Source: an optimization exercise on an open RTL-to-GDS flow (aim: small area, a short achievable clock period and few clock cycles per item). Production flows keep margins and buffers that such runs may drop.
RTL that was checked went through simulation tests only; none was proved equivalent to the original.

// aes_core
module aes_core (
    input  wire         clk,
    input  wire         rst,          
    input  wire         key_load,     
    input  wire         key_len256,   
    input  wire [255:0] key_in,
    input  wire         start,        
    input  wire         decrypt,      
    input  wire [127:0] din,
    output wire         ready,
    output reg          done,         
    output wire [127:0] dout
);
For scale: ~11000 cells after synthesis, about 520 I/O pins, roughly 110000 um2 of cells after synthesis.
clock: 12.0 ns
lec_check: 0
cap_margin: 30
core_margin: 2
core_utilization: 50
slew_margin: 30
tns_end_percent: 10
standard.sh (not shown) runs the stock make flow with config.mk's settings and CLKGATE_MAP_FILE= SYNTH_SCRIPT=/design/flow/synth_recipe.tcl, a recipe that flattens the netlist after the stock synthesis.
==> flow/flow/run.sh <==
#!/bin/bash
# Layout flow: the standard flow (standard synthesis, floorplan, placement,
# CTS, routing) unchanged, except that timing repair aims for a setup slack of
# SETUP_SLACK_MARGIN ns (from flow/margin) instead of 0 against the 12 ns clock,
# so that the tools size and buffer the design for a shorter period.
set -euo pipefail
MARGIN=$(cat flow/margin)
echo "setup margin $MARGIN" > run.log
bash standard.sh SETUP_SLACK_MARGIN="$MARGIN" finish > standard.log 2>&1
echo "done" >> run.log
==> flow/flow/margin <==
8
Testbench counts at the start, summed over its fixed seeds: cycles 10,301, blocks 768.
Edit:
TNS_END_PERCENT = 40   (was 10)
Effect:
- The changed run completed with no timing, DRC or antenna violations
- cell count came out higher by 1.3%
- worst setup slack improved by 0.17 ns
- wire length increases by 0.69%
- synthesized cell count stays the same
- final area goes up by 3.0%
- count of clock-buffer cells in the layout grows by 11
- area after synthesis does not change

---

main:
aes_core, a different RTL version from the one above (not shown whole).
Size in the first run: ~520 I/O pins, roughly 110000 µm² of cells after synthesis.
export LEC_CHECK = 0
export CAP_MARGIN = 30
export CORE_MARGIN = 2
export CORE_UTILIZATION = 50
export SLEW_MARGIN = 30
create_clock -name core_clock -period 12.0 [get_ports {clk}]
==> flow/flow/margin <==
7.5
Scripts as last shown in full above: flow/flow/run.sh
Inputs modified between main and the feature branch:
==> flow/flow/margin <==
8
Findings:
Summary of the feature branch over main: buffers plus inverters on the worst setup path +5; multi-input combinational cell count did not really move.
No run of this note included a check of the RTL's function; only the layout flow was run.

---

Another version of the RTL of aes_core (not shown whole).
Size in the first run: about 11000 cells after synthesis, roughly 1800 flip-flops, ~520 I/O pins, about 110000 sq um of cells after synthesis.
Settings: LEC_CHECK=0, CAP_MARGIN=30, CORE_MARGIN=2, CORE_UTILIZATION=50, SLEW_MARGIN=30; clock period 12.0 ns.
==> flow/flow/margin <==
7.5
Scripts as last shown in full above: flow/flow/run.sh
Testbench counts at the start, summed over its fixed seeds: cycles 10,301, blocks 768.
Edit:
==> flow/flow/margin (replaced) <==
8
- CORE_UTILIZATION: 50 -> 40
First-iteration DRC count goes up by 3.1%.
Wire length rose by 4.2%.
Setup slack gets better by 0.45 ns.
Sequential share of layout area drops by 2.2 points.
Utilization falls by 8.0 points.
Non-clock buffer count came out higher by 456.
Area after synthesis does not change.
Global-route usage goes down by 7.3 points.
Die area grows by 25%.
Edit:
- CORE_UTILIZATION: 40 -> 50
After rerunning: The new run completed without violations; clock-buffer cell count rises by 2; routed wire length falls slightly; worst setup slack improved by 0.051 ns.
Edit:
==> flow/flow/margin (replaced) <==
8.5
After rerunning:
- The new run produced a clean layout
- area after synthesis does not change
- core utilization rose by 9.4 points
- hold slack gets better by 0.011 ns
- clock skew goes up by 0.024 ns
- fmax went down by about 3.7%
- design area went up by 15%
- first-iteration DRC count went up by about 10%
- worst setup slack loses 0.16 ns
- global-route usage is higher by 3.1 points

---

Setup of maple:
RTL: one of the versions met above, not the one the previous note started from.
Size: roughly 11000 cells after synthesis.
export LEC_CHECK = 0
export CAP_MARGIN = 30
export CORE_MARGIN = 2
export CORE_UTILIZATION = 50
export GPL_ROUTABILITY_DRIVEN = 0
export PLACE_DENSITY = 0.65
export SLEW_MARGIN = 30
create_clock -name core_clock -period 12.0 [get_ports {clk}]
==> flow/flow/margin <==
8
Scripts as last shown in full above: flow/flow/run.sh
Testbench counts of maple, summed over its fixed seeds: cycles 10,301, blocks 768.
The inputs of lagoon differ from those of maple as listed below.
Settings: a deleted GPL_ROUTABILITY_DRIVEN that had been 0; a deleted PLACE_DENSITY that had been 0.65.
-- flow/flow/run.sh --
<<< maple, line 8
echo "setup margin $MARGIN" > run.log
bash standard.sh SETUP_SLACK_MARGIN="$MARGIN" finish > standard.log 2>&1
echo "done" >> run.log
>>> lagoon, line 8
echo "setup margin $MARGIN" > run.log
bash standard.sh SETUP_SLACK_MARGIN="$MARGIN" RECOVER_POWER=50 finish > standard.log 2>&1
echo "done" >> run.log
==> run notes <==
In lagoon the implementation completed, yet the final layout does not meet the checks, the culprit being max-capacitance violations, max-slew violations. maple → lagoon: global-route usage up 1.9 points; fraction of area in non-clock buffers flat; design area flat. maple -> lagoon: core area delta 0, exact match. Between maple and lagoon, the flow reports initial antenna violation count decreasing by a little under 10%. On global-route met2 utilization, the higher figure sits with lagoon, not maple. For lagoon, the slowest cell on the critical path was sky130_fd_sc_hd__clkbuf_1, unlike maple, where it was sky130_fd_sc_hd__dfxtp_2. | fraction of final layout cells with drive strength greater than 1 | lagoon vs maple | 0.68 points lower |. Time the worst path needs with I/O delays and setup delta for lagoon relative to maple: 3.22 ns higher.
diff inputs: lagoon => sierra
Settings: CELL_PAD_IN_SITES_DETAIL_PLACEMENT now 0, previously not set; CELL_PAD_IN_SITES_GLOBAL_PLACEMENT now 0, previously not set.
-- flow/flow/run.sh --
<<< lagoon, line 8
echo "setup margin $MARGIN" > run.log
bash standard.sh SETUP_SLACK_MARGIN="$MARGIN" RECOVER_POWER=50 finish > standard.log 2>&1
echo "done" >> run.log
>>> sierra, line 8
echo "setup margin $MARGIN" > run.log
bash standard.sh SETUP_SLACK_MARGIN="$MARGIN" finish > standard.log 2>&1
echo "done" >> run.log
Results
In summary, sierra completed successfully, with a layout that passed the timing, design-rule and antenna checks. | via density per instance | lagoon vs sierra | ≈ equal |. Against lagoon, sierra reports a final count of pins violating max slew that is lower. In terms of combined area of the multi-input logic cells, lagoon and sierra differ only marginally. There was hardly any difference in count of placed standard cells in the final layout, fillers left out between sierra and lagoon. In sierra the area added between synthesis and finish turned out 0.57 points higher than in lagoon. From lagoon to sierra the numbers moved as follows: diode insertion count for antenna repair decreased by 12 relative to the old numbers, wire length of the first global-routing pass closely matched the old numbers, share of cell area taken by flip-flops and latches closely matched the old numbers. On sierra: final area is about 0.45% higher than what lagoon gave.
Setup changes, sierra to indigo
Settings: putting GPL_ROUTABILITY_DRIVEN at 0 where nothing was set; putting CTS_CLUSTER_DIAMETER at 60 where nothing was set; putting CTS_CLUSTER_SIZE at 30 where nothing was set; clearing CELL_PAD_IN_SITES_GLOBAL_PLACEMENT, which used to be 0; clearing CELL_PAD_IN_SITES_DETAIL_PLACEMENT, which used to be 0.
==> comparison <==
Global-route congestion overflow total: sierra vs indigo identical. Looking only at sequential share of layout area, and setting everything else aside, the lower value of sierra and indigo goes to sierra. Looking at wire length, indigo sits about 1.7% below sierra. sierra -> indigo: number of maximum-capacitance constraint violations delta 0, exact match.

[re-timing with driven ports]
No port has a modelled driver above. Below, the same layouts with a new extraction and two added sets of constraints.
Step 1 (the two cells are an assumption about what drives the block):
set clk [get_ports {clk}]
set_driving_cell -lib_cell sky130_fd_sc_hd__clkbuf_16 $clk
set_driving_cell -lib_cell sky130_fd_sc_hd__buf_2 [delete_from_list [all_inputs] $clk]
Step 2 moves the port delays by t, midway between the first and last clock arrival at a register: inputs arrive t later, outputs are due t later. That takes back most of the time a late clock gives input paths.
Slacks: no drivers / after step 1 / after step 2; pairs: no drivers / after step 1.
run	t, ns	slack for setup (ns)	worst setup path after step 2	worst slew at a driven data input, ns	cell pins on the clock port's net
the first run of note 1	0.952	7.613 / 7.613 / 6.940	input to register	0.19	1
the second run of note 1	0.952	7.782 / 7.711 / 6.891	input to register	0.18	1
main	0.945	7.439 / 7.383 / 6.723	input to register	0.11	1
the feature branch	0.978	7.633 / 7.633 / 7.091	input to register	0.10	1
the first run of note 3	0.976	7.426 / 7.421 / 6.519	input to register	0.12	1
the second run of note 3	1.022	7.872 / 7.872 / 7.186	input to register	0.13	1
the third run of note 3	0.982	7.923 / 7.920 / 7.043	input to register	0.15	1
the fourth run of note 3	0.993	7.768 / 7.768 / 7.496	input to register	0.19	1
maple	0.970	7.612 / 7.612 / 7.024	input to register	0.16	1
lagoon	0.963	4.390 / 4.390 / 4.183	input to register	0.12	1
sierra	0.962	7.803 / 7.803 / 7.148	input to register	0.12	1
indigo	0.948	7.796 / 7.796 / 7.124	input to register	0.20	1
The setup slack of the first run of note 3, which loses most, moves by -0.005 ns with the drivers and by -0.907 ns with both steps.
